From an optimization exercise on the open Yosys and OpenROAD flow, aimed at small area, a short achievable clock period and few clock cycles per item; shortcuts taken in it are not production practice. The RTL was checked by simulation tests, not by an equivalence proof against the original design.

==> design/flow/design.v <==
module aud_chain (
    input  wire         clk,
    input  wire         rst,         
    input  wire         in_valid,
    output wire         in_ready,
    input  wire [255:0] in_rec,
    output reg          out_valid,
    output wire [383:0] chain
);
    localparam [63:0] IV0 = 64'hcbbb9d5dc1059ed8,
                      IV1 = 64'h629a292a367cd507,
                      IV2 = 64'h9159015a3070dd17,
                      IV3 = 64'h152fecd8f70e5939,
                      IV4 = 64'h67332667ffc00b31,
                      IV5 = 64'h8eb44a8768581511,
                      IV6 = 64'hdb0c2e0d64f98fa7,
                      IV7 = 64'h47b5481dbefa4fa4;
    localparam [63:0] K0  = 64'h428a2f98d728ae22,
                      K1  = 64'h7137449123ef65cd;
    reg        busy;
    reg [6:0]  cnt;                 
    reg [63:0] a, b, c, d, e, f, g;
    reg [63:0] p;                   
    reg [63:0] kr;                  
    reg [63:0] w [0:15];            
    assign in_ready = ~busy;
    wire accept = in_valid & ~busy & ~rst;
    wire [63:0] hv [0:5];
    assign hv[0] = a;     assign hv[1] = w[15]; assign hv[2] = w[14];
    assign hv[3] = w[13]; assign hv[4] = e;     assign hv[5] = p;
    genvar gi, gj;
    generate
        for (gi = 0; gi < 6; gi = gi + 1) begin : g_out_word
            for (gj = 0; gj < 8; gj = gj + 1) begin : g_out_byte
                assign chain[8*(8*gi+gj) +: 8] = hv[gi][8*(7-gj) +: 8];
            end
        end
    endgenerate
    wire [63:0] rec_w [0:3];
    generate
        for (gi = 0; gi < 4; gi = gi + 1) begin : g_rec_word
            for (gj = 0; gj < 8; gj = gj + 1) begin : g_rec_byte
                assign rec_w[gi][8*(7-gj) +: 8] = in_rec[8*(8*gi+gj) +: 8];
            end
        end
    endgenerate
    reg [63:0] k_n;
    always @* begin
        case (cnt)
            7'd0:  k_n = 64'hb5c0fbcfec4d3b2f;
            7'd1:  k_n = 64'he9b5dba58189dbbc;
            7'd2:  k_n = 64'h3956c25bf348b538;
            7'd3:  k_n = 64'h59f111f1b605d019;
            7'd4:  k_n = 64'h923f82a4af194f9b;
            7'd5:  k_n = 64'hab1c5ed5da6d8118;
            7'd6:  k_n = 64'hd807aa98a3030242;
            7'd7:  k_n = 64'h12835b0145706fbe;
            7'd8:  k_n = 64'h243185be4ee4b28c;
            7'd9:  k_n = 64'h550c7dc3d5ffb4e2;
            7'd10: k_n = 64'h72be5d74f27b896f;
            7'd11: k_n = 64'h80deb1fe3b1696b1;
            7'd12: k_n = 64'h9bdc06a725c71235;
            7'd13: k_n = 64'hc19bf174cf692694;
            7'd14: k_n = 64'he49b69c19ef14ad2;
            7'd15: k_n = 64'hefbe4786384f25e3;
            7'd16: k_n = 64'h0fc19dc68b8cd5b5;
            7'd17: k_n = 64'h240ca1cc77ac9c65;
            7'd18: k_n = 64'h2de92c6f592b0275;
            7'd19: k_n = 64'h4a7484aa6ea6e483;
            7'd20: k_n = 64'h5cb0a9dcbd41fbd4;
            7'd21: k_n = 64'h76f988da831153b5;
            7'd22: k_n = 64'h983e5152ee66dfab;
            7'd23: k_n = 64'ha831c66d2db43210;
            7'd24: k_n = 64'hb00327c898fb213f;
            7'd25: k_n = 64'hbf597fc7beef0ee4;
            7'd26: k_n = 64'hc6e00bf33da88fc2;
            7'd27: k_n = 64'hd5a79147930aa725;
            7'd28: k_n = 64'h06ca6351e003826f;
            7'd29: k_n = 64'h142929670a0e6e70;
            7'd30: k_n = 64'h27b70a8546d22ffc;
            7'd31: k_n = 64'h2e1b21385c26c926;
            7'd32: k_n = 64'h4d2c6dfc5ac42aed;
            7'd33: k_n = 64'h53380d139d95b3df;
            7'd34: k_n = 64'h650a73548baf63de;
            7'd35: k_n = 64'h766a0abb3c77b2a8;
            7'd36: k_n = 64'h81c2c92e47edaee6;
            7'd37: k_n = 64'h92722c851482353b;
            7'd38: k_n = 64'ha2bfe8a14cf10364;
            7'd39: k_n = 64'ha81a664bbc423001;
            7'd40: k_n = 64'hc24b8b70d0f89791;
            7'd41: k_n = 64'hc76c51a30654be30;
            7'd42: k_n = 64'hd192e819d6ef5218;
            7'd43: k_n = 64'hd69906245565a910;
            7'd44: k_n = 64'hf40e35855771202a;
            7'd45: k_n = 64'h106aa07032bbd1b8;
            7'd46: k_n = 64'h19a4c116b8d2d0c8;
            7'd47: k_n = 64'h1e376c085141ab53;
            7'd48: k_n = 64'h2748774cdf8eeb99;
            7'd49: k_n = 64'h34b0bcb5e19b48a8;
            7'd50: k_n = 64'h391c0cb3c5c95a63;
            7'd51: k_n = 64'h4ed8aa4ae3418acb;
            7'd52: k_n = 64'h5b9cca4f7763e373;
            7'd53: k_n = 64'h682e6ff3d6b2b8a3;
            7'd54: k_n = 64'h748f82ee5defb2fc;
            7'd55: k_n = 64'h78a5636f43172f60;
            7'd56: k_n = 64'h84c87814a1f0ab72;
            7'd57: k_n = 64'h8cc702081a6439ec;
            7'd58: k_n = 64'h90befffa23631e28;
            7'd59: k_n = 64'ha4506cebde82bde9;
            7'd60: k_n = 64'hbef9a3f7b2c67915;
            7'd61: k_n = 64'hc67178f2e372532b;
            7'd62: k_n = 64'hca273eceea26619c;
            7'd63: k_n = 64'hd186b8c721c0c207;
            7'd64: k_n = 64'heada7dd6cde0eb1e;
            7'd65: k_n = 64'hf57d4f7fee6ed178;
            7'd66: k_n = 64'h06f067aa72176fba;
            7'd67: k_n = 64'h0a637dc5a2c898a6;
            7'd68: k_n = 64'h113f9804bef90dae;
            7'd69: k_n = 64'h1b710b35131c471b;
            7'd70: k_n = 64'h28db77f523047d84;
            7'd71: k_n = 64'h32caab7b40c72493;
            7'd72: k_n = 64'h3c9ebe0a15c9bebc;
            7'd73: k_n = 64'h431d67c49c100d4c;
            7'd74: k_n = 64'h4cc5d4becb3e42b6;
            7'd75: k_n = 64'h597f299cfc657e2a;
            7'd76: k_n = 64'h5fcb6fab3ad6faec;
            7'd77: k_n = 64'h6c44198c4a475817 + IV0;
            7'd78: k_n = IV5;
            default: k_n = IV7 + K0;
        endcase
    end
    wire [63:0] big_s0 = {a[27:0], a[63:28]} ^ {a[33:0], a[63:34]} ^ {a[38:0], a[63:39]};
    wire [63:0] big_s1 = {e[13:0], e[63:14]} ^ {e[17:0], e[63:18]} ^ {e[40:0], e[63:41]};
    wire [63:0] ch     = (e & f) ^ (~e & g);
    wire [63:0] maj    = (a & b) ^ (a & c) ^ (b & c);
    function [127:0] csa(input [63:0] x, input [63:0] y, input [63:0] z);
        csa = {((x & y) | (x & z) | (y & z)) << 1, x ^ y ^ z};
    endfunction
    wire [127:0] t1_cs = csa(big_s1, ch, p);
    wire [127:0] a_cs1 = csa(big_s0, maj, t1_cs[63:0]);
    wire [127:0] a_cs2 = csa(a_cs1[63:0], a_cs1[127:64], t1_cs[127:64]);
    wire [63:0] a_rnd  = a_cs2[63:0] + a_cs2[127:64];
    wire        last = (cnt == 7'd79);
    wire        fin  = busy & (cnt[6:2] == 5'd19);    
    wire [63:0] e_d    = last ? w[13] : d;
    wire [127:0] e_cs  = csa(e_d, t1_cs[63:0], t1_cs[127:64]);
    wire [63:0] e_rnd  = e_cs[63:0] + e_cs[127:64];
    wire [63:0] p_x    = ~busy ? a : last ? e : g;
    wire [63:0] p_w    = (~busy | last) ? 64'h0 : w[1];
    wire [63:0] p_nxt  = p_x + kr + p_w;
    wire [63:0] sm_s0  = {w[1][0:0], w[1][63:1]} ^ {w[1][7:0], w[1][63:8]} ^ (w[1] >> 7);
    wire [63:0] sm_s1  = {w[14][18:0], w[14][63:19]} ^ {w[14][60:0], w[14][63:61]} ^ (w[14] >> 6);
    reg  [63:0] fin_c;
    always @* begin
        case (cnt[1:0])
            2'd0:    fin_c = IV4 - IV0;
            2'd1:    fin_c = IV3;
            2'd2:    fin_c = IV2;
            default: fin_c = IV1;
        endcase
    end
    wire [63:0] w_next = (fin ? 64'h0 : sm_s1) + (fin ? a : w[9])
                       + (fin ? 64'h0 : sm_s0) + (fin ? fin_c : w[0]);
    integer i;
    always @(posedge clk) begin
        if (rst) begin
            busy      <= 1'b0;
            out_valid <= 1'b0;
        end else begin
            out_valid <= busy & last;
            if (accept)
                busy <= 1'b1;
            else if (busy & last)
                busy <= 1'b0;
        end
    end
    always @(posedge clk) begin
        if (rst)
            cnt <= 7'd80;
        else if (accept)
            cnt <= 7'd0;
        else if (busy)
            cnt <= cnt + 7'd1;
    end
    always @(posedge clk) begin
        if (rst) begin
            a <= 64'h0; e <= 64'h0;
        end else if (accept) begin
            a <= IV0; b <= IV1; c <= IV2; d <= IV3; e <= IV4; f <= IV5; g <= IV6;
        end else if (busy) begin
            a <= a_rnd;
            b <= a;
            c <= b;
            d <= c;
            e <= e_rnd;
            f <= e;
            g <= f;
        end
    end
    always @(posedge clk) begin
        if (rst)
            kr <= IV7 + K0;
        else if (accept)
            kr <= K1;
        else
            kr <= k_n;
    end
    always @(posedge clk) begin
        if (rst)
            p <= 64'h0;
        else if (accept | busy)
            p <= p_nxt;
    end
    always @(posedge clk) begin
        if (accept) begin
            for (i = 0; i < 6; i = i + 1)
                w[i] <= hv[i];
            for (i = 0; i < 4; i = i + 1)
                w[6 + i] <= rec_w[i];
            w[10] <= 64'h8000000000000000;
            w[11] <= 64'h0;
            w[12] <= 64'h0;
            w[13] <= 64'h0;
            w[14] <= 64'h0;
            w[15] <= 64'd640;    
        end else begin
            for (i = 0; i < 13; i = i + 1)
                w[i] <= w[i + 1];
            if (rst) begin
                w[13] <= 64'h0;
                w[14] <= 64'h0;
                w[15] <= 64'h0;
            end else if (busy) begin
                w[13] <= w[14];
                w[14] <= w[15];
                w[15] <= w_next;
            end
        end
    end
endmodule
==> design/flow/run.sh <==
#!/bin/bash
# synth_recipe.tcl (not shown) runs the flow's synth.tcl, then flattens the netlist and writes it again
# the make line also repeats each setting of config.mk as NAME=value (left out here)
make -C /OpenROAD-flow-scripts/flow DESIGN_CONFIG=/design/flow/config.mk WORK_HOME=/design/flow/orfs CLKGATE_MAP_FILE= SYNTH_SCRIPT=/design/flow/synth_recipe.tcl finish
==> design/flow/config.mk <==
export PLATFORM = sky130hd
export DESIGN_NAME = aud_chain
export DESIGN_NICKNAME = aud_chain
export VERILOG_FILES = /design/flow/design.v
export SDC_FILE = /design/flow/constraint.sdc
export NUM_CORES = 4
export LEC_CHECK = 0
export CAP_MARGIN = 20
export CORE_MARGIN = 2
export CORE_UTILIZATION = 40
export SLEW_MARGIN = 20
export SYNTH_MEMORY_MAX_BITS = 16384
==> design/flow/constraint.sdc <==
create_clock -name core_clock -period 10.5 [get_ports {clk}]
set_input_delay 2.1000 -clock core_clock [delete_from_list [all_inputs] [get_ports {clk}]]
set_output_delay 2.1000 -clock core_clock [all_outputs]
set_load 0.01 [all_outputs]
==> insert_results.sql, run 1 <==
INSERT INTO impl_metrics (metric_group, metric, value, unit) VALUES
('outcome', 'outcome', 'complete, no violations', ''),
('clocking', 'postCtsSetupRepairBufs', '0', ''),
('drt', 'drt-vias-per-instance', '5.846', ''),
('logic_synthesis', 'synthArstFlopShare', '0', ''),
('logic_synthesis', 'postSynth.topFlopCell', 'sky130_fd_sc_hd__dfxtp_1', ''),
('clocking', 'clkSinkCount', '1609', ''),
('setup_path', 'reg2reg_from', 'cnt[2]', ''),
('clocking', 'tritoncts', 'done', ''),
('placed_design', 'post-dp-hpwl', '417200', 'um'),
('clocking', 'numCtsBuffers', '182', ''),
('setup_path', 'cp_cell_sequence', 'clkinv_2 -> nor2_1 -> nand2_1 -> nor2_4 -> buf_12 -> nand2_1 -> o21ai_0 -> fa_1 -> inv_1 -> ha_1 -> and4_1 -> and3_1 -> a211oi_1 -> o211ai_2 -> a22o_1 -> a31o_2 -> a21oi_1 -> o31a_1 -> o21ai_1 -> xnor2_1 -> o21ai_1', ''),
('setup_path', 'r2r-end', 'w[15][63]', ''),
('grt', 'grt_max_degree', '181', ''),
('drt', 'pre_repair_dr_iteration_count', '6', ''),
('logic_synthesis', 'synth_cell_types', '118', ''),
('sta', 'report.final.setup_viol', '0', ''),
('floorplan', 'initial_standard_cell_utilization_of_the_core', '0.4026', ''),
('setup_path', 'worst_r2r_path_depth', '21', ''),
('drt', 'wl_per_cell', '36.21', 'um'),
('logic_synthesis', 'post_synth_and_or_nand_nor_area_fraction', '0.1929', ''),
('setup_path', 'crit_slowest_cell', 'sky130_fd_sc_hd__dfxtp_4', ''),
('logic_synthesis', 'synthesis_stage_register_bit_count', '1609', ''),
('drt', 'detail_route.wirelength', '537500', 'um'),
('setup_path', 'path_max_fanout', '43', ''),
('sta', 'grt_setup_unrepaired', 'no', ''),
('setup_path', 'timing.reg2reg.setup_slack', '2.77', 'ns'),
('logic_synthesis', 'synth.net_count', '12153', ''),
('logic_synthesis', 'combinational_family_with_the_most_area_after_synthesis', 'simple AND/OR/NAND/NOR gates', ''),
('layout', 'mostFrequentLayoutCell', 'sky130_fd_sc_hd__nand2_1', ''),
('drt', 'antenna_violating_nets_left', '0', ''),
('layout', 'area.growth.synth_to_final', '17.51', '%'),
('floorplan', 'die-area', '241100', 'sq um'),
('floorplan', 'placementRows', '178', ''),
('logic_synthesis', 'yosys_warnings', '2', ''),
('setup_path', 'cp_data_arrival_time', '8.41', 'ns'),
('setup_path', 'path_class', 'flop to flop', ''),
('flow_run', 'drv.max_cap_violation_count', '0', ''),
('layout', 'highest_count_cells_in_the_layout_ignoring_fill_and_taps', 'sky130_fd_sc_hd__nand2_1 (2554), sky130_fd_sc_hd__dfxtp_1 (1277), sky130_fd_sc_hd__inv_1 (758)', ''),
('setup_path', 'max_stage_delay', '0.66', 'ns'),
('clocking', 'cts-root-to-sink-buffers', '3', ''),
('clocking', 'h-tree-depth', '4', ''),
('sta', 'slew_headroom', '0.1547', ''),
('clocking', 'cts_hold_buffers', '0', ''),
('grt', 'first_global_vias', '82773', ''),
('sta', 'finalCriticalPeriod', '7.733', 'ns'),
('sta', 'timing.fmax', '0.1293', 'GHz'),
('grt', 'grt_overflow', '0', ''),
('clocking', 'clk_pin_slew_worst_paths', '0.07', 'ns'),
('drt', 'drt_drc_violations_left', '0', ''),
('clocking', 'post_cts_resized', '0', ''),
('logic_synthesis', 'synthesis.area', '94860', 'sq um'),
('placed_design', 'globalplace.congestion', '1.045', ''),
('clocking', 'clock_latency_late_sink', '0.89', 'ns'),
('drt', 'num_vias', '86765', ''),
('sta', 'finalHoldViolCount', '0', ''),
('placed_design', 'port_buffers', '644', ''),
('logic_synthesis', 'synth_fa_ha_area_frac', '0.1365', ''),
('logic_synthesis', 'synth_xor_xnor_area_share', '0.06906', ''),
('logic_synthesis', 'muxShareOfSynthArea', '0.04483', ''),
('logic_synthesis', 'synth_seq_area_share', '0.3733', ''),
('sta', 'max_slew.worst_pin.slew', '1.267', 'ns'),
('drt', 'drtIter0Drc', '11790', ''),
('setup_path', 'setup.worst_path.end', 'w[15][63]', ''),
('sta', 'min_period_over_period', '0.7365', ''),
('placed_design', 'dp_worst_setup_slack', '2.983', 'ns'),
('grt', 'antenna_violations_before_repair', '78', '');
[critical path: cells and delay by family, from the launching register on]
family	cells	cell delay (ns)
buffers and inverters	3	0.80
flip-flops	1	0.66
XOR/XNOR	1	0.18
AND/OR/NAND/NOR	6	2.40
AO/OA/AOI/OAI	9	2.57
adder cells (fa/ha/maj)	2	0.75
[final cells by class]
cell class	count	area (sq um)
sequential	1609	35440
tap	3150	3941
inverter	766	2893
fill	23119	124200
antenna	20	50.05
clock buffer	244	5094
multi-input combinational	7953	53440
clock inverter	95	1297
timing repair buffer	1005	9318
[registers in the layout, summed over array words and instances, names as in the netlist]
| name | count |
|---|---|
| w | 1024 |
| out_valid | 1 |
| b | 64 |
| busy | 1 |
| c | 64 |
| g | 64 |
| p | 64 |
| d | 64 |
| cnt | 7 |
| a | 64 |
| kr | 64 |
| e | 64 |
| f | 64 |
[Yosys cell counts, drive strengths merged (9+ instances only)]
cell type | number | area, sq um
a2111oi | 13 | 138.9
a211o | 9 | 80.08
a211oi | 110 | 865.8
a21boi | 15 | 112.6
a21o | 193 | 1454
a21oi | 521 | 2638
a221oi | 31 | 290.3
a22oi | 9 | 67.56
a311oi | 32 | 292.8
a31o | 15 | 131.4
a31oi | 56 | 365.3
and2 | 377 | 2361
and3 | 35 | 222.7
buf | 104 | 455.4
clkbuf | 740 | 2799
dfxtp | 1289 | 25800
edfxtp | 320 | 9609
fa | 444 | 8889
ha | 275 | 3441
inv | 760 | 2853
maj3 | 62 | 620.6
mux2 | 19 | 214.0
mux2i | 390 | 3904
nand2 | 2559 | 9608
nand2b | 188 | 1176
nand3 | 97 | 490.5
nand4 | 62 | 387.9
nor2 | 732 | 2750
nor2b | 48 | 300.3
nor3 | 99 | 506.7
nor4 | 10 | 62.56
o211ai | 50 | 390.4
o21a | 31 | 232.7
o21ai | 441 | 2241
o21bai | 45 | 337.8
o221ai | 21 | 190.2
o22ai | 19 | 118.9
o311ai | 20 | 175.2
o31a | 9 | 78.83
o31ai | 29 | 251.5
or2 | 14 | 87.58
or3 | 21 | 131.4
xnor2 | 480 | 4204
xor2 | 268 | 2347
[logic make-up after synthesis]
family,Yosys count
AOI/OAI and AO/OA,1741
xor gates and xnor gates,748
muxes,415
and+or+nand+nor,4268
adders and majority gates,781
DFF,1609
buffers and inverters,1613
[worst min-delay path by stage]
| stage | cells past startpoint | to | slack [ns] | startpoint |
|---|---|---|---|---|
| 2_1_floorplan | 1 | w[10][63] | 0.39 | w[11][63] |
| 3_3_place_gp | 1 | w[10][63] | 0.39 | w[11][63] |
| 3_5_place_dp | 2 | w[7][41] | 0.41 | w[8][41] |
| 4_1_cts | 2 | w[1][18] | 0.37 | w[2][18] |
| 5_1_grt | 2 | w[2][38] | 0.37 | w[3][38] |
| 6_report | 2 | w[1][18] | 0.36 | w[2][18] |
[per-stage QoR]
stage	util	cell area [sq um]	std cells	hold WS (ns)
global route	0.4729	111400	14825	0.3656
detailed placement	0.4456	105000	14482	0.4055
global placement	0.4454	105000	14480	0.3902
finish	0.4731	111500	14842	0.3633
CTS	0.4727	111400	14821	0.3674
floorplan	-	94860	11175	0.3863
[metal layers]
metal  vias up  global-route usage  routed length, um
li1      36980                   -                  -
met1     43093              0.5672             213400
met2      5416              0.6283             223700
met3      1264              0.1057              56730
met4        12              0.2902              43560
met5         -                   0                 90
Testbench counts, summed over its fixed seeds: cycles 31,112, items 384.
==> run 2, diff against run 1 <==
--- a/design/flow/design.v
+++ b/design/flow/design.v
@@ -134,4 +134,25 @@
     wire [63:0] ch     = (e & f) ^ (~e & g);
     wire [63:0] maj    = (a & b) ^ (a & c) ^ (b & c);
+    function [63:0] add_sk(input [63:0] x, input [63:0] y);
+        reg [63:0] g, p, gn, pn;
+        integer l, i, j;
+        begin
+            g = x & y;
+            p = x ^ y;
+            for (l = 0; l < 6; l = l + 1) begin
+                gn = g;
+                pn = p;
+                for (i = 0; i < 64; i = i + 1)
+                    if ((i >> l) & 1) begin
+                        j = ((i >> l) << l) - 1;
+                        gn[i] = g[i] | (p[i] & g[j]);
+                        pn[i] = p[i] & p[j];
+                    end
+                g = gn;
+                p = pn;
+            end
+            add_sk = x ^ y ^ {g[62:0], 1'b0};
+        end
+    endfunction
     function [127:0] csa(input [63:0] x, input [63:0] y, input [63:0] z);
         csa = {((x & y) | (x & z) | (y & z)) << 1, x ^ y ^ z};
@@ -140,13 +161,14 @@
     wire [127:0] a_cs1 = csa(big_s0, maj, t1_cs[63:0]);
     wire [127:0] a_cs2 = csa(a_cs1[63:0], a_cs1[127:64], t1_cs[127:64]);
-    wire [63:0] a_rnd  = a_cs2[63:0] + a_cs2[127:64];
-    wire        last = (cnt == 7'd79);
-    wire        fin  = busy & (cnt[6:2] == 5'd19);    
+    wire [63:0] a_rnd  = add_sk(a_cs2[63:0], a_cs2[127:64]);
+    reg         last;               
+    reg         fin;                
     wire [63:0] e_d    = last ? w[13] : d;
     wire [127:0] e_cs  = csa(e_d, t1_cs[63:0], t1_cs[127:64]);
-    wire [63:0] e_rnd  = e_cs[63:0] + e_cs[127:64];
+    wire [63:0] e_rnd  = add_sk(e_cs[63:0], e_cs[127:64]);
     wire [63:0] p_x    = ~busy ? a : last ? e : g;
     wire [63:0] p_w    = (~busy | last) ? 64'h0 : w[1];
-    wire [63:0] p_nxt  = p_x + kr + p_w;
+    wire [127:0] p_cs  = csa(p_x, kr, p_w);
+    wire [63:0] p_nxt  = add_sk(p_cs[63:0], p_cs[127:64]);
     wire [63:0] sm_s0  = {w[1][0:0], w[1][63:1]} ^ {w[1][7:0], w[1][63:8]} ^ (w[1] >> 7);
     wire [63:0] sm_s1  = {w[14][18:0], w[14][63:19]} ^ {w[14][60:0], w[14][63:61]} ^ (w[14] >> 6);
@@ -160,6 +182,7 @@
         endcase
     end
-    wire [63:0] w_next = (fin ? 64'h0 : sm_s1) + (fin ? a : w[9])
-                       + (fin ? 64'h0 : sm_s0) + (fin ? fin_c : w[0]);
+    wire [127:0] w_cs1 = csa(fin ? 64'h0 : sm_s1, fin ? a : w[9], fin ? 64'h0 : sm_s0);
+    wire [127:0] w_cs2 = csa(w_cs1[63:0], w_cs1[127:64], fin ? fin_c : w[0]);
+    wire [63:0] w_next = add_sk(w_cs2[63:0], w_cs2[127:64]);
     integer i;
     always @(posedge clk) begin
@@ -167,5 +190,9 @@
             busy      <= 1'b0;
             out_valid <= 1'b0;
+            last      <= 1'b0;
+            fin       <= 1'b0;
         end else begin
+            last      <= busy & (cnt == 7'd78);
+            fin       <= busy & (cnt >= 7'd75) & (cnt <= 7'd78);
             out_valid <= busy & last;
             if (accept)
--- a/design/flow/config.mk
+++ b/design/flow/config.mk
@@ -9,4 +9,5 @@
 export CORE_MARGIN = 2
 export CORE_UTILIZATION = 40
+export SETUP_SLACK_MARGIN = 4.5
 export SLEW_MARGIN = 20
 export SYNTH_MEMORY_MAX_BITS = 16384
==> insert_results.sql, run 2 <==
INSERT INTO impl_metrics (metric_group, metric, value, unit) VALUES
('logic_synthesis', 'most_instantiated_cells_after_synthesis', 'sky130_fd_sc_hd__dfxtp_1 (1291), sky130_fd_sc_hd__mux2_2 (721), sky130_fd_sc_hd__nor2_1 (669)', ''),
('logic_synthesis', 'synth_seq_area_share', '0.3967', ''),
('layout', 'final_util', '0.4811', ''),
('logic_synthesis', 'post_synth_and_or_nand_nor_area_fraction', '0.1080', ''),
('setup_path', 'cp_data_arrival_time', '6.88', 'ns'),
('logic_synthesis', 'yosys-top-cells-area', 'sky130_fd_sc_hd__dfxtp_1 (29%), sky130_fd_sc_hd__edfxtp_1 (11%), sky130_fd_sc_hd__fa_1 (10%), sky130_fd_sc_hd__mux2_2 (9.1%), sky130_fd_sc_hd__xnor2_1 (4.2%)', ''),
('layout', 'ff_latch_area', '35500', 'sq um'),
('placed_design', 'port_buffers', '644', ''),
('grt', 'first_global_vias', '69605', ''),
('layout', 'largest_reg_flops', '1024', ''),
('drt', 'antenna_violating_nets_left', '0', ''),
('worst_hold_path', 'holdCritPathClass', 'flop to flop', ''),
('sta', 'drv_slew', '0', ''),
('setup_path', 'reg2reg_from', 'e[33]', ''),
('setup_path', 'path_class', 'flop to flop', ''),
('layout', 'fillerInstances', '20609', ''),
('sta', 'finalHoldViolCount', '0', ''),
('logic_synthesis', 'synth-compound-area-share', '0.09830', ''),
('placed_design', 'post-dp-hpwl', '346600', 'um'),
('sta', 'report.final.setup_viol', '0', ''),
('flow_run', 'drv.max_cap_violation_count', '0', ''),
('floorplan', 'die-area', '227200', 'sq um'),
('grt', 'grt_pass1_wl', '611300', 'um'),
('sta', 'finalCriticalPeriod', '6.185', 'ns'),
('layout', 'highest_count_cells_in_the_layout_ignoring_fill_and_taps', 'sky130_fd_sc_hd__dfxtp_1 (1268), sky130_fd_sc_hd__mux2_2 (721), sky130_fd_sc_hd__nor2_1 (654)', ''),
('sta', 'min_period_over_period', '0.5890', ''),
('logic_synthesis', 'synth_most_common_cell', 'sky130_fd_sc_hd__dfxtp_1', ''),
('clocking', 'clkSinkCount', '1611', ''),
('sta', 'slew_headroom', '0.1307', ''),
('outcome', 'outcome', 'complete, no violations', ''),
('layout', 'registers.top_by_ff_count', 'w', ''),
('clocking', 'cts-root-to-sink-buffers', '3', ''),
('clocking', 'numCtsBuffers', '178', ''),
('logic_synthesis', 'muxShareOfSynthArea', '0.1312', ''),
('clocking', 'clk_pin_slew_worst_paths', '0.06', 'ns'),
('drt', 'drt-vias-per-instance', '5.847', ''),
('setup_path', 'timing.critical_path.to_type', 'flop', ''),
('layout', 'drive_above_1_share', '0.1738', ''),
('sta', 'max_slew.worst_pin.slew', '1.288', 'ns'),
('clocking', 'clock_tree.root_cell', 'sky130_fd_sc_hd__clkbuf_16', ''),
('logic_synthesis', 'postSynthAreaPerCell', '10.17', 'sq um'),
('setup_path', 'path_max_fanout', '8', ''),
('logic_synthesis', 'yosys_warnings', '2', ''),
('grt', 'antenna_violations_before_repair', '88', ''),
('logic_synthesis', 'postSynth.topFlopCell', 'sky130_fd_sc_hd__dfxtp_1', ''),
('logic_synthesis', 'synth-edff-count', '320', ''),
('drt', 'detail_route.wirelength', '459400', 'um'),
('grt', 'track_usage', '0.3922', ''),
('sta', 'grt_setup_unrepaired', 'yes', ''),
('floorplan', 'initial_standard_cell_utilization_of_the_core', '0.4024', ''),
('logic_synthesis', 'synth.net_count', '9785', ''),
('floorplan', 'design.core.area', '222100', 'sq um'),
('floorplan', 'placementRows', '173', ''),
('setup_path', 'timing.reg2reg.setup_slack', '4.32', 'ns'),
('layout', 'area.growth.synth_to_final', '19.56', '%'),
('drt', 'drtIter0Drc', '9362', ''),
('logic_synthesis', 'synth_cell_types', '92', ''),
('clocking', 'clock_latency_late_sink', '0.92', 'ns'),
('logic_synthesis', 'synth_top_area_share', '0.2892', ''),
('sta', 'timing.fmax', '0.1617', 'GHz'),
('setup_path', 'start_kind', 'flop', ''),
('setup_path', 'crit_start', 'e[33]', ''),
('grt', 'grt_max_degree', '184', ''),
('drt', 'pre_repair_dr_iteration_count', '9', ''),
('layout', 'mostFrequentLayoutCell', 'sky130_fd_sc_hd__dfxtp_1', ''),
('drt', 'drt_drc_violations_left', '0', ''),
('clocking', 'h-tree-depth', '4', ''),
('logic_synthesis', 'combinational_family_with_the_most_area_after_synthesis', 'adder cells', ''),
('layout', 'final_net_count', '10293', ''),
('logic_synthesis', 'synthesis.area', '89370', 'sq um'),
('sta', 'totalNegativeSetupSlack', '0', 'ns'),
('drt', 'wl_per_cell', '36.87', 'um'),
('logic_synthesis', 'synthArstFlopShare', '0', ''),
('grt', 'grt_overflow', '0', ''),
('sta', 'fin_worst_skew', '0.08014', 'ns'),
('logic_synthesis', 'synth_fa_ha_area_frac', '0.1426', ''),
('setup_path', 'cp_data_required_time', '11.20', 'ns'),
('logic_synthesis', 'synth_xor_xnor_area_share', '0.07135', ''),
('drt', 'num_vias', '72847', ''),
('logic_synthesis', 'synthesis_stage_register_bit_count', '1611', ''),
('floorplan', 'top_level_ports', '645', ''),
('logic_synthesis', 'post-synth-top-area-cell', 'sky130_fd_sc_hd__dfxtp_1', ''),
('clocking', 'tritoncts', 'done', ''),
('layout', 'multiInputGateArea', '49910', 'sq um'),
('floorplan', 'chipWidth', '476.7', 'um'),
('logic_synthesis', 'netlist_instances', '8791', ''),
('placed_design', 'globalplace.congestion', '1.082', ''),
('floorplan', 'fp.dieH', '476.7', 'um'),
('worst_hold_path', 'hp-start', 'w[11][63]', '');
[run 2: changes by cell type in the layout (fill, tap and decap cells not counted), moves of 160 or more]
cell and change:
sky130_fd_sc_hd__nand2_1 -2144, sky130_fd_sc_hd__mux2_2 +702, sky130_fd_sc_hd__nor2b_1 +344, sky130_fd_sc_hd__and2_1 -305, sky130_fd_sc_hd__inv_1 -162, sky130_fd_sc_hd__nand2b_1 -160
[run 2: cell families after synthesis]
| kind of cell | count (synthesis) |
|---|---|
| simple gates | 2006 |
| mux | 1079 |
| flops | 1611 |
| buf+inv | 1232 |
| fa+ha+maj | 743 |
| compound gates | 1392 |
| xor+xnor | 728 |
[run 2: final cells by class]
class	count	share of cell area
clock inverter	93	0.01159
multi-input combinational	5948	0.4671
sequential	1611	0.3323
tap	2975	0.03484
inverter	605	0.02145
timing repair buffer	955	0.08517
antenna	32	0.0007494
clock buffer	240	0.04680
[run 2: stage by stage]
step                instances  area [sq um]  setup WS (ns)  hold slack, ns
finish                  12459        106900          4.315          0.4213
global placement        12069         99570          3.163          0.4125
CTS                     12412        106200          4.470          0.4136
global route            12432        106800          4.358          0.4199
detailed placement      12069         99580          3.158          0.4099
floorplan                8791         89370          4.825          0.3925
[run 2: final timing paths]
kind                                   to  depth (start not counted)
worst min-delay path            w[10][63]                          1
worst max register to register      e[53]                         19
worst max-delay path                e[53]                         19
worst min register to register  w[10][63]                          1
[run 2: per-layer routing]
| layer | vias to the layer above | GRT usage | routed length [um] |
|---|---|---|---|
| met5 | - | 0.008824 | 458 |
| met3 | 1195 | 0.1193 | 50770 |
| met4 | 20 | 0.2746 | 39700 |
| met1 | 36326 | 0.4976 | 177500 |
| met2 | 4720 | 0.5668 | 191000 |
| li1 | 30586 | - | - |
[run 2: critical path: stages, from the launching register on]
cell,delay (ns)
sky130_fd_sc_hd__dfxtp_1,0.30
sky130_fd_sc_hd__buf_4,0.19
sky130_fd_sc_hd__xor2_1,0.20
sky130_fd_sc_hd__xnor2_2,0.58
sky130_fd_sc_hd__fa_2,0.60
sky130_fd_sc_hd__buf_4,0.16
sky130_fd_sc_hd__fa_1,0.39
sky130_fd_sc_hd__inv_1,0.14
sky130_fd_sc_hd__ha_1,0.21
sky130_fd_sc_hd__a21oi_1,0.08
sky130_fd_sc_hd__o21ai_0,0.38
sky130_fd_sc_hd__a21oi_1,0.16
sky130_fd_sc_hd__o21ai_0,0.39
sky130_fd_sc_hd__o221ai_4,0.34
sky130_fd_sc_hd__a2111oi_4,0.43
sky130_fd_sc_hd__buf_4,0.22
sky130_fd_sc_hd__o2111ai_1,0.20
sky130_fd_sc_hd__a31oi_1,0.32
sky130_fd_sc_hd__xnor2_1,0.20
sky130_fd_sc_hd__a211oi_4,0.51
[run 2: timing repair]
| item | CTS | global route |
|---|---|---|
| cloned | 0 | 1 |
| hold buffers | 0 | 0 |
| pin swaps | 9 | 16 |
| buffers inserted | 10 | 13 |
| gates resized for setup | 54 | 86 |
| endpoints found under the setup margin | 106 | 55 |
Testbench counts of run 2, summed over its fixed seeds: cycles 31,112, items 384.
==> run 3, diff against run 2 <==
--- a/design/flow/design.v
+++ b/design/flow/design.v
@@ -163,5 +163,6 @@
     wire [63:0] a_rnd  = add_sk(a_cs2[63:0], a_cs2[127:64]);
     reg         last;               
-    reg         fin;                
+    reg  [3:0]  fsel;               
+    wire        fin = |fsel;
     wire [63:0] e_d    = last ? w[13] : d;
     wire [127:0] e_cs  = csa(e_d, t1_cs[63:0], t1_cs[127:64]);
@@ -173,13 +174,6 @@
     wire [63:0] sm_s0  = {w[1][0:0], w[1][63:1]} ^ {w[1][7:0], w[1][63:8]} ^ (w[1] >> 7);
     wire [63:0] sm_s1  = {w[14][18:0], w[14][63:19]} ^ {w[14][60:0], w[14][63:61]} ^ (w[14] >> 6);
-    reg  [63:0] fin_c;
-    always @* begin
-        case (cnt[1:0])
-            2'd0:    fin_c = IV4 - IV0;
-            2'd1:    fin_c = IV3;
-            2'd2:    fin_c = IV2;
-            default: fin_c = IV1;
-        endcase
-    end
+    wire [63:0] fin_c = ({64{fsel[0]}} & (IV4 - IV0)) | ({64{fsel[1]}} & IV3)
+                      | ({64{fsel[2]}} & IV2) | ({64{fsel[3]}} & IV1);
     wire [127:0] w_cs1 = csa(fin ? 64'h0 : sm_s1, fin ? a : w[9], fin ? 64'h0 : sm_s0);
     wire [127:0] w_cs2 = csa(w_cs1[63:0], w_cs1[127:64], fin ? fin_c : w[0]);
@@ -191,8 +185,8 @@
             out_valid <= 1'b0;
             last      <= 1'b0;
-            fin       <= 1'b0;
+            fsel      <= 4'b0;
         end else begin
             last      <= busy & (cnt == 7'd78);
-            fin       <= busy & (cnt >= 7'd75) & (cnt <= 7'd78);
+            fsel      <= {4{busy}} & {cnt == 7'd78, cnt == 7'd77, cnt == 7'd76, cnt == 7'd75};
             out_valid <= busy & last;
             if (accept)
@@ -214,11 +208,17 @@
             a <= 64'h0; e <= 64'h0;
         end else if (accept) begin
-            a <= IV0; b <= IV1; c <= IV2; d <= IV3; e <= IV4; f <= IV5; g <= IV6;
+            a <= IV0; e <= IV4;
         end else if (busy) begin
             a <= a_rnd;
+            e <= e_rnd;
+        end
+    end
+    always @(posedge clk) begin
+        if (~busy) begin
+            b <= IV1; c <= IV2; d <= IV3; f <= IV5; g <= IV6;
+        end else begin
             b <= a;
             c <= b;
             d <= c;
-            e <= e_rnd;
             f <= e;
             g <= f;
@@ -240,5 +240,5 @@
     end
     always @(posedge clk) begin
-        if (accept) begin
+        if (~busy) begin
             for (i = 0; i < 6; i = i + 1)
                 w[i] <= hv[i];
@@ -248,19 +248,22 @@
             w[11] <= 64'h0;
             w[12] <= 64'h0;
+        end else begin
+            for (i = 0; i < 13; i = i + 1)
+                w[i] <= w[i + 1];
+        end
+    end
+    always @(posedge clk) begin
+        if (rst) begin
+            w[13] <= 64'h0;
+            w[14] <= 64'h0;
+            w[15] <= 64'h0;
+        end else if (accept) begin
             w[13] <= 64'h0;
             w[14] <= 64'h0;
             w[15] <= 64'd640;    
-        end else begin
-            for (i = 0; i < 13; i = i + 1)
-                w[i] <= w[i + 1];
-            if (rst) begin
-                w[13] <= 64'h0;
-                w[14] <= 64'h0;
-                w[15] <= 64'h0;
-            end else if (busy) begin
-                w[13] <= w[14];
-                w[14] <= w[15];
-                w[15] <= w_next;
-            end
+        end else if (busy) begin
+            w[13] <= w[14];
+            w[14] <= w[15];
+            w[15] <= w_next;
         end
     end
==> design/flow/flow/run.sh (new file) <==
#!/bin/bash
# Standard layout, with these changes to the layout's buffering:
#  - repair aims for 5.5 ns of setup slack;
#  - the port buffers that ORFS inserts use the smallest buffer cell;
#  - clock tree synthesis uses clkbuf_8 buffers with sink clusters of up to
#    15 flip-flops, and adds no dummy loads.
set -euo pipefail
cat >> config.mk <<'EOC'
export SETUP_SLACK_MARGIN = 5.5
export BUFFER_PORTS_ARGS = -buffer_cell sky130_fd_sc_hd__buf_1
export CTS_ARGS = -sink_clustering_enable -repair_clock_nets -sink_clustering_size 15 -sink_clustering_max_diameter 50 -buf_list "sky130_fd_sc_hd__clkbuf_8" -dont_use_dummy_load
EOC
bash standard.sh > standard.log 2>&1
==> design/flow/standard.sh (new file) <==
#!/bin/bash
# synth_recipe.tcl (not shown) runs the flow's synth.tcl, then flattens the netlist and writes it again
# the make line also repeats each setting of config.mk as NAME=value (left out here)
make -C /OpenROAD-flow-scripts/flow DESIGN_CONFIG=/design/flow/config.mk WORK_HOME=/design/flow/orfs CLKGATE_MAP_FILE= SYNTH_SCRIPT=/design/flow/synth_recipe.tcl "${@:-finish}"
--- a/design/flow/config.mk
+++ b/design/flow/config.mk
@@ -7,7 +7,9 @@
 export LEC_CHECK = 0
 export CAP_MARGIN = 20
-export CORE_MARGIN = 2
-export CORE_UTILIZATION = 40
-export SETUP_SLACK_MARGIN = 4.5
+export CORE_AREA = 2.3 2.72 470.5 470.1
+export DIE_AREA = 0 0 472.8 472.8
 export SLEW_MARGIN = 20
 export SYNTH_MEMORY_MAX_BITS = 16384
+export SETUP_SLACK_MARGIN = 5.5
+export BUFFER_PORTS_ARGS = -buffer_cell sky130_fd_sc_hd__buf_1
+export CTS_ARGS = -sink_clustering_enable -repair_clock_nets -sink_clustering_size 15 -sink_clustering_max_diameter 50 -buf_list "sky130_fd_sc_hd__clkbuf_8" -dont_use_dummy_load
removed: design/flow/run.sh
==> insert_results.sql, run 3 <==
INSERT INTO impl_metrics (metric_group, metric, value, unit) VALUES
('floorplan', 'initial_standard_cell_utilization_of_the_core', '0.3921', ''),
('logic_synthesis', 'yosys_warnings', '2', ''),
('layout', 'largest_reg_flops', '1024', ''),
('setup_path', 'worst_path_most_repeated_cell', 'sky130_fd_sc_hd__a21o_1', ''),
('logic_synthesis', 'postSynth.topFlopCell', 'sky130_fd_sc_hd__dfxtp_1', ''),
('grt', 'antenna_violations_before_repair', '66', ''),
('grt', 'first_global_vias', '70559', ''),
('placed_design', 'port_buffers', '644', ''),
('placed_design', 'globalplace.congestion', '1.071', ''),
('logic_synthesis', 'most_instantiated_cells_after_synthesis', 'sky130_fd_sc_hd__dfxtp_1 (1613), sky130_fd_sc_hd__nand2_1 (1340), sky130_fd_sc_hd__clkbuf_1 (596)', ''),
('layout', 'registers.top_by_ff_count', 'w', ''),
('sta', 'finalCriticalPeriod', '5.580', 'ns'),
('layout', 'highest_count_cells_in_the_layout_ignoring_fill_and_taps', 'sky130_fd_sc_hd__dfxtp_1 (1501), sky130_fd_sc_hd__nand2_1 (1318), sky130_fd_sc_hd__buf_1 (642)', ''),
('logic_synthesis', 'yosys-top-cells-area', 'sky130_fd_sc_hd__dfxtp_1 (38%), sky130_fd_sc_hd__fa_1 (11%), sky130_fd_sc_hd__nand2_1 (5.9%), sky130_fd_sc_hd__mux2_2 (5.8%), sky130_fd_sc_hd__xnor2_1 (4.4%)', ''),
('layout', 'drive_above_1_share', '0.1717', ''),
('flow_run', 'drv.max_cap_violation_count', '0', ''),
('logic_synthesis', 'netlist_instances', '9276', ''),
('logic_synthesis', 'synth-edff-count', '0', ''),
('floorplan', 'top_level_ports', '645', ''),
('logic_synthesis', 'synth.net_count', '10268', ''),
('setup_path', 'timing.critical_path.to_type', 'flop', ''),
('logic_synthesis', 'post-synth-top-area-cell', 'sky130_fd_sc_hd__dfxtp_1', ''),
('worst_hold_path', 'holdCritPathClass', 'flop to flop', ''),
('sta', 'report.final.setup_viol', '0', ''),
('floorplan', 'placementRows', '171', ''),
('clocking', 'cts_hold_buffers', '0', ''),
('placed_design', 'post-dp-hpwl', '336300', 'um'),
('drt', 'detail_route.wirelength', '455300', 'um'),
('logic_synthesis', 'postSynthAreaPerCell', '9.198', 'sq um'),
('setup_path', 'path_max_fanout', '6', ''),
('layout', 'area.growth.synth_to_final', '16.92', '%'),
('outcome', 'outcome', 'complete, no violations', ''),
('clocking', 'clkSinkCount', '1613', ''),
('logic_synthesis', 'synth_seq_area_share', '0.3785', ''),
('setup_path', 'cp_top_family', 'compound AO/OA/AOI/OAI gates', ''),
('logic_synthesis', 'synthesis.area', '85320', 'sq um'),
('logic_synthesis', 'synth_most_common_cell', 'sky130_fd_sc_hd__dfxtp_1', ''),
('drt', 'num_vias', '74957', ''),
('setup_path', 'cp_data_required_time', '11.39', 'ns'),
('clocking', 'clock_tree.root_cell', 'sky130_fd_sc_hd__clkbuf_8', ''),
('drt', 'wl_per_cell', '35.64', 'um'),
('setup_path', 'cp_cell_sequence', 'buf_4 -> xor2_1 -> xnor2_1 -> fa_1 -> fa_1 -> inv_1 -> ha_1 -> a21o_1 -> a21o_1 -> a2111oi_4 -> o311a_1 -> o22ai_2 -> a41oi_4 -> a21oi_4 -> a21o_1 -> a21oi_2 -> xor2_1 -> a211oi_1', ''),
('grt', 'grt_max_degree', '134', ''),
('clocking', 'clk_pin_slew_worst_paths', '0.10', 'ns'),
('layout', 'final_net_count', '10888', ''),
('sta', 'drv_slew', '0', ''),
('placed_design', 'dp_cells', '12320', ''),
('setup_path', 'crit_slowest_cell', 'sky130_fd_sc_hd__xnor2_1', ''),
('sta', 'totalNegativeSetupSlack', '0', 'ns'),
('sta', 'max_slew.worst_pin.slew', '1.128', 'ns'),
('layout', 'finalNonFillerCells', '12777', ''),
('sta', 'grt_setup_unrepaired', 'yes', ''),
('drt', 'pre_repair_dr_iteration_count', '8', ''),
('floorplan', 'chipWidth', '472.8', 'um'),
('grt', 'grt_overflow', '0', ''),
('grt', 'track_usage', '0.3931', ''),
('drt', 'drt_drc_violations_left', '0', ''),
('setup_path', 'cp_data_arrival_time', '6.47', 'ns'),
('floorplan', 'die-area', '223500', 'sq um'),
('setup_path', 'max_stage_delay', '0.88', 'ns'),
('clocking', 'h-tree-depth', '4', ''),
('clocking', 'tritoncts', 'done', ''),
('logic_synthesis', 'synth_top_area_share', '0.3785', ''),
('floorplan', 'fp.dieH', '472.8', 'um'),
('sta', 'timing.fmax', '0.1792', 'GHz'),
('sta', 'finalHoldViolCount', '0', ''),
('logic_synthesis', 'synthesis_stage_register_bit_count', '1613', ''),
('setup_path', 'start_kind', 'flop', ''),
('drt', 'drtIter0Drc', '9621', ''),
('logic_synthesis', 'synth_cell_types', '97', ''),
('clocking', 'clock_latency_late_sink', '1.05', 'ns'),
('logic_synthesis', 'synthArstFlopShare', '0', ''),
('clocking', 'numCtsBuffers', '173', ''),
('sta', 'fin_worst_skew', '0.1523', 'ns'),
('floorplan', 'design.core.area', '217600', 'sq um'),
('setup_path', 'path_class', 'flop to flop', ''),
('grt', 'grt_pass1_wl', '603100', 'um'),
('clocking', 'cts-root-to-sink-buffers', '3', ''),
('sta', 'slew_headroom', '0.2426', ''),
('layout', 'mostFrequentLayoutCell', 'sky130_fd_sc_hd__dfxtp_1', ''),
('drt', 'antenna_violating_nets_left', '0', ''),
('sta', 'min_period_over_period', '0.5314', ''),
('setup_path', 'worstPathBufferInverterCount', '2', ''),
('drt', 'drt-vias-per-instance', '5.867', '');
## run 3: cell types whose count changed after synthesis, sizes merged, moves of 60 or more
cell / change
a21oi: +99
o21ai: +74
mux2: -281
inv: -60
edfxtp: -320
or2: -148
nand2: +926
nor2: -195
dfxtp: +322
nor2b: -360
nand2b: +149
mux2i: -166
and2: +313
## run 3: routing by layer
metal,part of all wire,vias to the layer above,track usage
met5,0.00034,-,0
li1,-,31749,-
met2,0.40,4957,0.5548
met4,0.090,16,0.2862
met3,0.11,1258,0.1103
met1,0.39,36977,0.5116
## run 3: cells by family after synthesis
group                    synth area share
AND/OR/NAND/NOR                    0.1482
flip-flops                         0.3785
AO/OA/AOI/OAI                      0.1166
buffers and inverters             0.05310
adder cells (fa/ha/maj)            0.1491
XOR/XNOR                          0.07339
multiplexers                      0.08115
## run 3: path summary, 6_finish.rpt
check	startpoint	end	slack, ns	cells past startpoint
setup / recovery	a[18]	a[62]	4.92	18
hold / removal	w[3][35]	w[2][35]	0.39	2
setup reg to reg	a[18]	a[62]	4.92	18
hold reg to reg	w[3][35]	w[2][35]	0.39	2
## run 3: cell type report
type	instances	area, sq um
Tap cell	2854	3571
Clock buffer	173	2381
Multi-Input combinational cell	6460	51690
Fill cell	21004	117800
Inverter	545	2077
Timing Repair Buffer	1101	7396
Timing Repair inverter	2	17.52
Sequential cell	1613	32560
Antenna cell	29	72.57
## run 3: worst register-to-register path, stage by stage (launching register included)
cell and delay, ns:
sky130_fd_sc_hd__dfxtp_1 0.58, sky130_fd_sc_hd__buf_4 0.33, sky130_fd_sc_hd__xor2_1 0.13, sky130_fd_sc_hd__xnor2_1 0.88, sky130_fd_sc_hd__fa_1 0.60, sky130_fd_sc_hd__fa_1 0.38
sky130_fd_sc_hd__inv_1 0.07, sky130_fd_sc_hd__ha_1 0.30, sky130_fd_sc_hd__a21o_1 0.20, sky130_fd_sc_hd__a21o_1 0.23, sky130_fd_sc_hd__a2111oi_4 0.36, sky130_fd_sc_hd__o311a_1 0.26
sky130_fd_sc_hd__o22ai_2 0.12, sky130_fd_sc_hd__a41oi_4 0.29, sky130_fd_sc_hd__a21oi_4 0.13, sky130_fd_sc_hd__a21o_1 0.24, sky130_fd_sc_hd__a21oi_2 0.15, sky130_fd_sc_hd__xor2_1 0.16
sky130_fd_sc_hd__a211oi_1 0.08
## run 3: per-stage QoR
stage | utilization | hold WS (ns) | setup WS (ns) | instance area (sq um)
after global placement | 0.4167 | 0.4065 | 3.771 | 90660
final | 0.4585 | 0.3861 | 4.920 | 99760
after global routing | 0.4582 | 0.3989 | 4.971 | 99690
after detailed placement | 0.4167 | 0.4094 | 3.723 | 90670
after floorplan | - | 0.3863 | 5.498 | 85490
after CTS | 0.4462 | 0.3803 | 5.125 | 97100
## run 3: what timing repair did
item                       in CTS  in global routing
pin swaps                     134                156
cloned                         27                  8
setup endpoints to repair     209                118
buffers inserted              129                 91
resized for setup             492                364
Testbench counts of run 3, summed over its fixed seeds: cycles 31,112, items 384.

[afterwards: timing with drivers on the ports]
The flow's constraints put no driver on any port. The routed layouts listed below were extracted and timed again, unchanged, in two steps.
Step 1 assumes that a clkbuf_16 drives the clock port and a buf_2 every other input.
Step 2, shift: input delay + t, output delay - t, t = (earliest + latest rising clock arrival at the registers) / 2. This alone moves slack from input paths to output paths.
Three values: ideal, step 1, step 2; two values: the first two.
run	t, ns	setup slack, ns	slew at the worst register clock pin (ns)
run 1	0.942	2.767 / 2.767 / 2.767	0.07 / 0.07
run 2	0.966	4.315 / 4.315 / 3.643	0.07 / 0.07
run 3	1.068	4.920 / 4.920 / 4.920	0.10 / 0.10
After both steps every run listed still meets setup and hold. The setup slack of run 2, which loses most, moves by 0.000 ns with the drivers and by -0.672 ns with both steps.
